What follows belongs to an exercise in optimizing a design on an open flow for small area; a production flow would make more cautious choices. In this exercise RTL edits were held to simulation tests only and were not proved equivalent to the original. Power is estimated from default activity; no workload was simulated.

==> inputs of wip/yarrow <==
==> flow/design.v (excerpt) <==
module stitch_decode (
    input  wire        clk,
    input  wire        rst,
    input  wire [63:0] cfg_desc_a,
    input  wire [63:0] cfg_desc_b,
    input  wire [23:0] cfg_tcorr,
    input  wire [11:0] cfg_phase,
    input  wire [8:0]  cfg_port,
    input  wire [55:0] frame_start,
    input  wire [28:0] frame_len,
    input  wire        cast_on,
    input  wire        in_valid,
    input  wire [1:0]  in_sync,
    input  wire [63:0] in_payload,
    input  wire [51:0] in_arrival,
    input  wire        in_skip1,
    output wire        out_hit1_valid,
    output wire [63:0] out_hit1_word,
    output wire        out_hit2_valid,
    output wire [63:0] out_hit2_word,
    output reg  [28:0] out_ptime,
    output wire        out_close,
    output wire        out_close_hit2,
    output wire        out_sync_err,
    output wire        out_crc_err,
    output wire        out_unknown,
    output wire [1:0]  out_order,
    output wire [1:0]  out_gap,
    output wire [1:0]  out_badchan,
    output reg         out_desc_invalid
);
Settings: LEC_CHECK=0, ABC_AREA=1, ABC_CLOCK_PERIOD_IN_PS=25000, CAP_MARGIN=20, CORE_MARGIN=2, CORE_UTILIZATION=40, SLEW_MARGIN=20; clock period 25.0 ns.
run.sh (not shown) runs the stock make flow with config.mk's settings and CLKGATE_MAP_FILE= SYNTH_SCRIPT=/design/flow/synth_recipe.tcl, a recipe that flattens the netlist after the stock synthesis.
==> inputs of wip/nickel, as changes to wip/yarrow <==
--- a/flow/design.v
+++ b/flow/design.v
@@ -112,36 +112,45 @@
     wire [53:0] v2_s = {1'b0, {47'd0, vdiff}} + {1'b0, {50'd0, d_val_rsh}} + {53'd0, 1'b0};
     wire [53:0] t1_s = {1'b0, {47'd0, d_time_pos}} + {1'b0, {49'h1_FFFF_FFFF_FFFF, ~d_time_unit}} + {53'd0, 1'b1};
     wire [53:0] t2_s = {1'b0, {46'd0, tdiff}} + {1'b0, {49'h1_FFFF_FFFF_FFFF, ~d_time_unit}} + {53'd0, 1'b1};
     wire [5:0] sh_c1 = d_chan_pos;
     wire [5:0] sh_c2 = cdiff[5:0];
     wire [5:0] sh_v1 = v1_s[5:0];
     wire [5:0] sh_v2 = v2_s[5:0];
-    wire [5:0] sh_t  = t1_s[5:0];
-    wire [5:0] sh_t2 = t2_s[5:0];
+    reg  [5:0] sh_t, sh_t2;
+    always @(posedge clk) begin
+        sh_t  <= t1_s[5:0];
+        sh_t2 <= t2_s[5:0];
+    end
     wire [6:0] cmask;
     genvar gi;
     generate
         for (gi = 0; gi < 7; gi = gi + 1) begin : g_cm
             assign cmask[gi] = (gi < d_chan_w);
         end
     endgenerate
     wire signed [5:0] vlen = $signed({2'b00, d_val_w}) - $signed({3'b000, d_val_rsh});
     wire [11:0] vmask;
     generate
         for (gi = 0; gi < 12; gi = gi + 1) begin : g_vm
             assign vmask[gi] = ($signed(gi) < vlen);
         end
     endgenerate
+    reg  [5:0]  wu_r;
+    reg  [3:0]  tu_r;
+    always @(posedge clk) begin
+        wu_r <= wu;
+        tu_r <= d_time_unit;
+    end
     wire [27:0] tmask;
     wire [27:0] twin;
     generate
         for (gi = 0; gi < 28; gi = gi + 1) begin : g_tm
-            assign tmask[gi] = (gi < wu);
-            assign twin[gi]  = (gi < wu) && (gi >= d_time_unit);
+            assign tmask[gi] = (gi < wu_r);
+            assign twin[gi]  = (gi < wu_r) && (gi >= tu_r);
         end
     endgenerate
     wire        ph_neg = cfg_phase[11];
     wire [10:0] ph_x   = cfg_phase[10:0] ^ {11{ph_neg}};
     wire [53:0] ph_3x = {1'b0, {42'd0, ph_x}} + {1'b0, {41'd0, ph_x, 1'b0}} + {53'd0, 1'b0};
     wire [53:0] ph_t = {1'b0, ph_3x[52:0]} + {1'b0, {48'd0, ph_neg ? 5'd18 : 5'd15}} + {53'd0, 1'b0};  
     wire [7:0]  ph_h   = ph_t[12:5];
@@ -284,32 +293,56 @@
     rc_step u_a1d (.x(A1h), .up(1'b0), .y(A1h_dec));
     wire [53:0] td1_s;
     rc_add u_td1_s (.a({25'd0, a1l_s[27:0]}), .b({25'h1FF_FFFF, ~d1}), .ci(1'b1), .s(td1_s));
     wire [53:0] td2_s;
     rc_add u_td2_s (.a({25'd0, a1l_s[27:0]}), .b({25'h1FF_FFFF, ~d2}), .ci(1'b1), .s(td2_s));
     wire [51:0] tdev1 = {td1_s[28] ? A1h_dec : A1h, td1_s[27:0]};
     wire [51:0] tdev2 = {td2_s[28] ? A1h_dec : A1h, td2_s[27:0]};
-    wire [23:0] s16h_inc;
-    rc_step u_s16i (.x({1'b0, s16[51:29]}), .up(1'b1), .y(s16h_inc));
-    wire [51:0] s16p = {s16h_inc[22:0], s16[28:0]};    
     wire [53:0] tf1_s;
-    rc_add u_tf1_s (.a({24'd0, tdev1[28:0]}), .b({24'd0, ~s16[28:0]}), .ci(1'b1), .s(tf1_s));
+    rc_add u_tf1_s (.a({25'd0, tdev1[27:0]}), .b({25'd0, ~s16[27:0]}), .ci(1'b1), .s(tf1_s));
     wire [53:0] tf2_s;
-    rc_add u_tf2_s (.a({24'd0, tdev2[28:0]}), .b({24'd0, ~s16[28:0]}), .ci(1'b1), .s(tf2_s));
-    wire [28:0] tf1   = tf1_s[28:0];
-    wire [28:0] tf2   = tf2_s[28:0];
-    wire        gap1, gap2, big1n, big2n, lt1L, lt2L;
-    rc_lt u_gap1  (.a({1'b0, tdev1}), .b({1'b0, s16}),  .lt(gap1));
-    rc_lt u_gap2  (.a({1'b0, tdev2}), .b({1'b0, s16}),  .lt(gap2));
-    rc_lt u_big1  (.a({1'b0, tdev1}), .b({1'b0, s16p}), .lt(big1n));
-    rc_lt u_big2  (.a({1'b0, tdev2}), .b({1'b0, s16p}), .lt(big2n));
-    rc_lt u_lt1L  (.a({24'd0, tf1}), .b({24'd0, frame_len}), .lt(lt1L));
-    rc_lt u_lt2L  (.a({24'd0, tf2}), .b({24'd0, frame_len}), .lt(lt2L));
-    wire        cl1   = !big1n || !lt1L;
-    wire        cl2   = !big2n || !lt2L;
+    rc_add u_tf2_s (.a({25'd0, tdev2[27:0]}), .b({25'd0, ~s16[27:0]}), .ci(1'b1), .s(tf2_s));
+    wire [27:0] tf1   = tf1_s[27:0];
+    wire [27:0] tf2   = tf2_s[27:0];
+    wire [53:0] y_s;
+    rc_add u_y (.a({29'd0, ah}), .b({29'h1FFF_FFFF, ~s16[51:28]}), .ci(1'b1), .s(y_s));
+    wire [24:0] Y     = y_s[24:0];
+    wire        y_neg = Y[24];
+    wire        y_sm  = !y_neg && (Y[23:2] == 22'd0);
+    wire        y_m1  = (Y == 25'h1FF_FFFF);
+    wire        y_0   = y_sm && (Y[1:0] == 2'd0);
+    wire        y_1   = y_sm && (Y[1:0] == 2'd1);
+    wire        y_2   = y_sm && (Y[1:0] == 2'd2);
+    wire        y_3   = y_sm && (Y[1:0] == 2'd3);
+    wire        dA_p  = (corr[25] != a1_c) && a1_c;
+    wire        dA_m  = (corr[25] != a1_c) && !a1_c;
+    wire [2:0]  c1    = {2'd0, td1_s[28]} + {2'd0, !tf1_s[28]} + {2'd0, dA_m} - {2'd0, dA_p};
+    wire [2:0]  c2    = {2'd0, td2_s[28]} + {2'd0, !tf2_s[28]} + {2'd0, dA_m} - {2'd0, dA_p};
+    reg         gap1, gap2, hz1, hz2;
+    always @(*) begin
+        case (c1)
+            3'd7:    begin gap1 = y_neg && !y_m1;             hz1 = y_m1; end
+            3'd0:    begin gap1 = y_neg;                      hz1 = y_0;  end
+            3'd1:    begin gap1 = y_neg || y_0;               hz1 = y_1;  end
+            3'd2:    begin gap1 = y_neg || y_0 || y_1;        hz1 = y_2;  end
+            default: begin gap1 = y_neg || y_0 || y_1 || y_2; hz1 = y_3;  end
+        endcase
+        case (c2)
+            3'd7:    begin gap2 = y_neg && !y_m1;             hz2 = y_m1; end
+            3'd0:    begin gap2 = y_neg;                      hz2 = y_0;  end
+            3'd1:    begin gap2 = y_neg || y_0;               hz2 = y_1;  end
+            3'd2:    begin gap2 = y_neg || y_0 || y_1;        hz2 = y_2;  end
+            default: begin gap2 = y_neg || y_0 || y_1 || y_2; hz2 = y_3;  end
+        endcase
+    end
+    wire        lt1L, lt2L;
+    rc_lt u_lt1L  (.a({25'd0, tf1}), .b({24'd0, frame_len}), .lt(lt1L));
+    rc_lt u_lt2L  (.a({25'd0, tf2}), .b({24'd0, frame_len}), .lt(lt2L));
+    wire        cl1   = !hz1 || !lt1L;
+    wire        cl2   = !hz2 || !lt2L;
     reg         open;      
     reg         pt_any;    
     reg  [51:0] pt_dev;    
     wire        ord1_pt, ord2_pt, d1_lt_d2;
     rc_lt u_ord1 (.a({1'b0, tdev1}), .b({1'b0, pt_dev}), .lt(ord1_pt));
     rc_lt u_ord2 (.a({1'b0, tdev2}), .b({1'b0, pt_dev}), .lt(ord2_pt));
     rc_lt u_d12  (.a({25'd0, d1}), .b({25'd0, d2}), .lt(d1_lt_d2));
@@ -365,15 +398,15 @@
                 else if (gap2) e2 = 3'd2;
                 else if (cl2)  e2 = 3'd3;
                 else           e2 = {1'b1, pass1 && !d1_lt_d2, !ok2};
             end
         end
     end
     localparam W = 1 + 3 + 3 + 28 + 28 + 12 + 12 + 7 + 7;
-    wire [W-1:0] st1 = {b_cast, e1, e2, tf1[27:0], tf2[27:0], val1, val2, ch1, ch2};
+    wire [W-1:0] st1 = {b_cast, e1, e2, tf1, tf2, val1, val2, ch1, ch2};
     reg  [W-1:0] st2, st3, st4, st5;
     always @(posedge clk) begin
         st2 <= st1;
         st3 <= st2;
         st4 <= st3;
     end
     always @(posedge clk) begin
==> flow/flow/run.sh (new file) <==
#!/bin/bash
# The standard layout (standard.sh) with two changes:
#  - synthesis maps the logic with an area-oriented ABC script
#    (flow/abc_synth.tcl wraps synth_recipe.tcl; registers are untouched)
#  - ports are buffered by sky130_fd_sc_hd__buf_1
set -euo pipefail
here=$(pwd)
sed "s#SYNTH_SCRIPT=[^ ]*synth_recipe.tcl#SYNTH_SCRIPT=$here/flow/abc_synth.tcl#" standard.sh > my_standard.sh
grep -q "SYNTH_SCRIPT=$here/flow/abc_synth.tcl" my_standard.sh
export BUFFER_PORTS_ARGS="-buffer_cell sky130_fd_sc_hd__buf_1"
bash my_standard.sh > standard.log 2>&1
==> flow/flow/abc_area_min.script (new file) <==
strash; &get -n; &st; &dch; &nf -a; &put; topo; stime -c; buffer -c; upsize -c; dnsize -c
==> flow/flow/abc_synth.tcl (new file) <==
# The standard flow's synthesis (synth_recipe.tcl, beside this flow's folder), with ABC
# mapping the logic by the area-oriented script abc_area_min.script
set flow_dir [file dirname [file normalize [info script]]]
proc abc {args} {
  global flow_dir
  set i [lsearch -exact $args -script]
  if { $i >= 0 } { lset args [expr {$i + 1}] $flow_dir/abc_area_min.script }
  yosys abc {*}$args
}
source [file dirname $flow_dir]/synth_recipe.tcl
==> flow/standard.sh (new file) <==
#!/bin/bash
# synth_recipe.tcl (not shown) runs the flow's synth.tcl, then flattens the netlist and writes it again
# the make line also repeats each setting of config.mk as NAME=value (left out here)
make -C /OpenROAD-flow-scripts/flow DESIGN_CONFIG=/design/flow/config.mk WORK_HOME=/design/flow/orfs CLKGATE_MAP_FILE= SYNTH_SCRIPT=/design/flow/synth_recipe.tcl "${@:-finish}"
Settings changed: ABC_CLOCK_PERIOD_IN_PS 25000 to not set, CORE_UTILIZATION 40 to 50, CTS_BUF_LIST set to sky130_fd_sc_hd__clkbuf_8 sky130_fd_sc_hd__clkbuf_16, CTS_CLUSTER_DIAMETER set to 100, CTS_CLUSTER_SIZE set to 24, PLACE_DENSITY set to 0.85.
removed: flow/run.sh
==> inputs of wip/indigo, as changes to wip/yarrow <==
--- a/flow/design.v
+++ b/flow/design.v
@@ -112,36 +112,45 @@
     wire [53:0] v2_s = {1'b0, {47'd0, vdiff}} + {1'b0, {50'd0, d_val_rsh}} + {53'd0, 1'b0};
     wire [53:0] t1_s = {1'b0, {47'd0, d_time_pos}} + {1'b0, {49'h1_FFFF_FFFF_FFFF, ~d_time_unit}} + {53'd0, 1'b1};
     wire [53:0] t2_s = {1'b0, {46'd0, tdiff}} + {1'b0, {49'h1_FFFF_FFFF_FFFF, ~d_time_unit}} + {53'd0, 1'b1};
     wire [5:0] sh_c1 = d_chan_pos;
     wire [5:0] sh_c2 = cdiff[5:0];
     wire [5:0] sh_v1 = v1_s[5:0];
     wire [5:0] sh_v2 = v2_s[5:0];
-    wire [5:0] sh_t  = t1_s[5:0];
-    wire [5:0] sh_t2 = t2_s[5:0];
+    reg  [5:0] sh_t, sh_t2;
+    always @(posedge clk) begin
+        sh_t  <= t1_s[5:0];
+        sh_t2 <= t2_s[5:0];
+    end
     wire [6:0] cmask;
     genvar gi;
     generate
         for (gi = 0; gi < 7; gi = gi + 1) begin : g_cm
             assign cmask[gi] = (gi < d_chan_w);
         end
     endgenerate
     wire signed [5:0] vlen = $signed({2'b00, d_val_w}) - $signed({3'b000, d_val_rsh});
     wire [11:0] vmask;
     generate
         for (gi = 0; gi < 12; gi = gi + 1) begin : g_vm
             assign vmask[gi] = ($signed(gi) < vlen);
         end
     endgenerate
+    reg  [5:0]  wu_r;
+    reg  [3:0]  tu_r;
+    always @(posedge clk) begin
+        wu_r <= wu;
+        tu_r <= d_time_unit;
+    end
     wire [27:0] tmask;
     wire [27:0] twin;
     generate
         for (gi = 0; gi < 28; gi = gi + 1) begin : g_tm
-            assign tmask[gi] = (gi < wu);
-            assign twin[gi]  = (gi < wu) && (gi >= d_time_unit);
+            assign tmask[gi] = (gi < wu_r);
+            assign twin[gi]  = (gi < wu_r) && (gi >= tu_r);
         end
     endgenerate
     wire        ph_neg = cfg_phase[11];
     wire [10:0] ph_x   = cfg_phase[10:0] ^ {11{ph_neg}};
     wire [53:0] ph_3x = {1'b0, {42'd0, ph_x}} + {1'b0, {41'd0, ph_x, 1'b0}} + {53'd0, 1'b0};
     wire [53:0] ph_t = {1'b0, ph_3x[52:0]} + {1'b0, {48'd0, ph_neg ? 5'd18 : 5'd15}} + {53'd0, 1'b0};  
     wire [7:0]  ph_h   = ph_t[12:5];
==> flow/flow/run.sh (new file) <==
#!/bin/bash
# The standard layout (standard.sh) with two changes:
#  - synthesis maps the logic with an area-oriented ABC script
#    (flow/abc_synth.tcl wraps synth_recipe.tcl; registers are untouched)
#  - ports are buffered by sky130_fd_sc_hd__buf_1
set -euo pipefail
here=$(pwd)
sed "s#SYNTH_SCRIPT=[^ ]*synth_recipe.tcl#SYNTH_SCRIPT=$here/flow/abc_synth.tcl#" standard.sh > my_standard.sh
grep -q "SYNTH_SCRIPT=$here/flow/abc_synth.tcl" my_standard.sh
export BUFFER_PORTS_ARGS="-buffer_cell sky130_fd_sc_hd__buf_1"
bash my_standard.sh > standard.log 2>&1
==> flow/flow/abc_area_min.script (new file) <==
strash; &get -n; &st; &dch; &nf -a; &put; topo; stime -c; dnsize -c
==> flow/flow/abc_synth.tcl (new file) <==
# The standard flow's synthesis (synth_recipe.tcl, beside this flow's folder), with ABC
# mapping the logic by the area-oriented script abc_area_min.script
set flow_dir [file dirname [file normalize [info script]]]
proc abc {args} {
  global flow_dir
  set i [lsearch -exact $args -script]
  if { $i >= 0 } { lset args [expr {$i + 1}] $flow_dir/abc_area_min.script }
  yosys abc {*}$args
}
source [file dirname $flow_dir]/synth_recipe.tcl
==> flow/standard.sh (new file) <==
#!/bin/bash
# synth_recipe.tcl (not shown) runs the flow's synth.tcl, then flattens the netlist and writes it again
# the make line also repeats each setting of config.mk as NAME=value (left out here)
make -C /OpenROAD-flow-scripts/flow DESIGN_CONFIG=/design/flow/config.mk WORK_HOME=/design/flow/orfs CLKGATE_MAP_FILE= SYNTH_SCRIPT=/design/flow/synth_recipe.tcl "${@:-finish}"
Settings changed: ABC_CLOCK_PERIOD_IN_PS 25000 to not set, CORE_UTILIZATION 40 to 50, CTS_BUF_LIST set to sky130_fd_sc_hd__clkbuf_4 sky130_fd_sc_hd__clkbuf_8.
removed: flow/run.sh
==> comparison table <==
Total of plain and repair buffers excluding clock buffers: wip/indigo 513; wip/nickel 508; wip/yarrow 595
Number of cells after detailed placement: wip/indigo 6013; wip/nickel 5811; wip/yarrow 7994
Fraction of layout instances using a drive strength above 1: wip/indigo 6.12%; wip/nickel 5.69%; wip/yarrow 4.63%
Power drawn by the clock network: wip/indigo 1020 uW; wip/nickel 619 uW; wip/yarrow 1080 uW
All-layer global routing usage: wip/indigo 28.5%; wip/nickel 27.1%; wip/yarrow 27.2%
Most used standard cell by instance count after synthesis: wip/indigo sky130_fd_sc_hd__dfxtp_1; wip/nickel sky130_fd_sc_hd__dfxtp_1; wip/yarrow sky130_fd_sc_hd__nand2_1
Max transition margin: wip/indigo 29.6%; wip/nickel 30.7%; wip/yarrow 26.8%
Run status: wip/indigo no timing/DRC/antenna violations; wip/nickel no timing/DRC/antenna violations; wip/yarrow no timing/DRC/antenna violations
Metal2 WL: wip/indigo 56900 um; wip/nickel 56900 um; wip/yarrow 73300 um
GR Util met1: wip/indigo 38.8%; wip/nickel 33.9%; wip/yarrow 36.1%
Clk cell area share: wip/indigo 4.93%; wip/nickel 2.24%; wip/yarrow 4.50%
Std-Cell Core Area: wip/indigo 83600 um^2; wip/nickel 83400 um^2; wip/yarrow 112000 um^2
Filler cell count in the final layout: wip/indigo 7638; wip/nickel 7177; wip/yarrow 11300

==> re-timing with driven ports <==
No port has a modelled driver above. Below, the same layouts with a new extraction and two added sets of constraints. Step 1: set_driving_cell puts a clkbuf_16 on clk and a buf_2 on each other input, an assumption about the parent block. Step 2 times the ports against the registers' clock, not the clock port: input delays grow and output delays shrink by t, the midpoint of the rising clock arrivals with the driver on. a / b / c = no drivers / after step 1 / after step 2; a / b = the first two.
| run | t, ns | slack for setup (ns) | worst setup path after step 2 | clock arrival spread, ns |
|---|---|---|---|---|
| wip/yarrow | 0.722 | 1.142 / 1.193 / 0.472 | input to register | 0.027 / 0.027 |
| wip/nickel | 0.654 | 4.635 / 4.635 / 4.634 | input to register | 0.048 / 0.048 |
| wip/indigo | 0.794 | 3.116 / 3.116 / 3.116 | register to register | 0.049 / 0.048 |
After both steps every run listed still meets setup and hold. For wip/yarrow, which loses most, drivers alone change the setup slack by +0.051 ns; drivers and shift together by -0.670 ns.
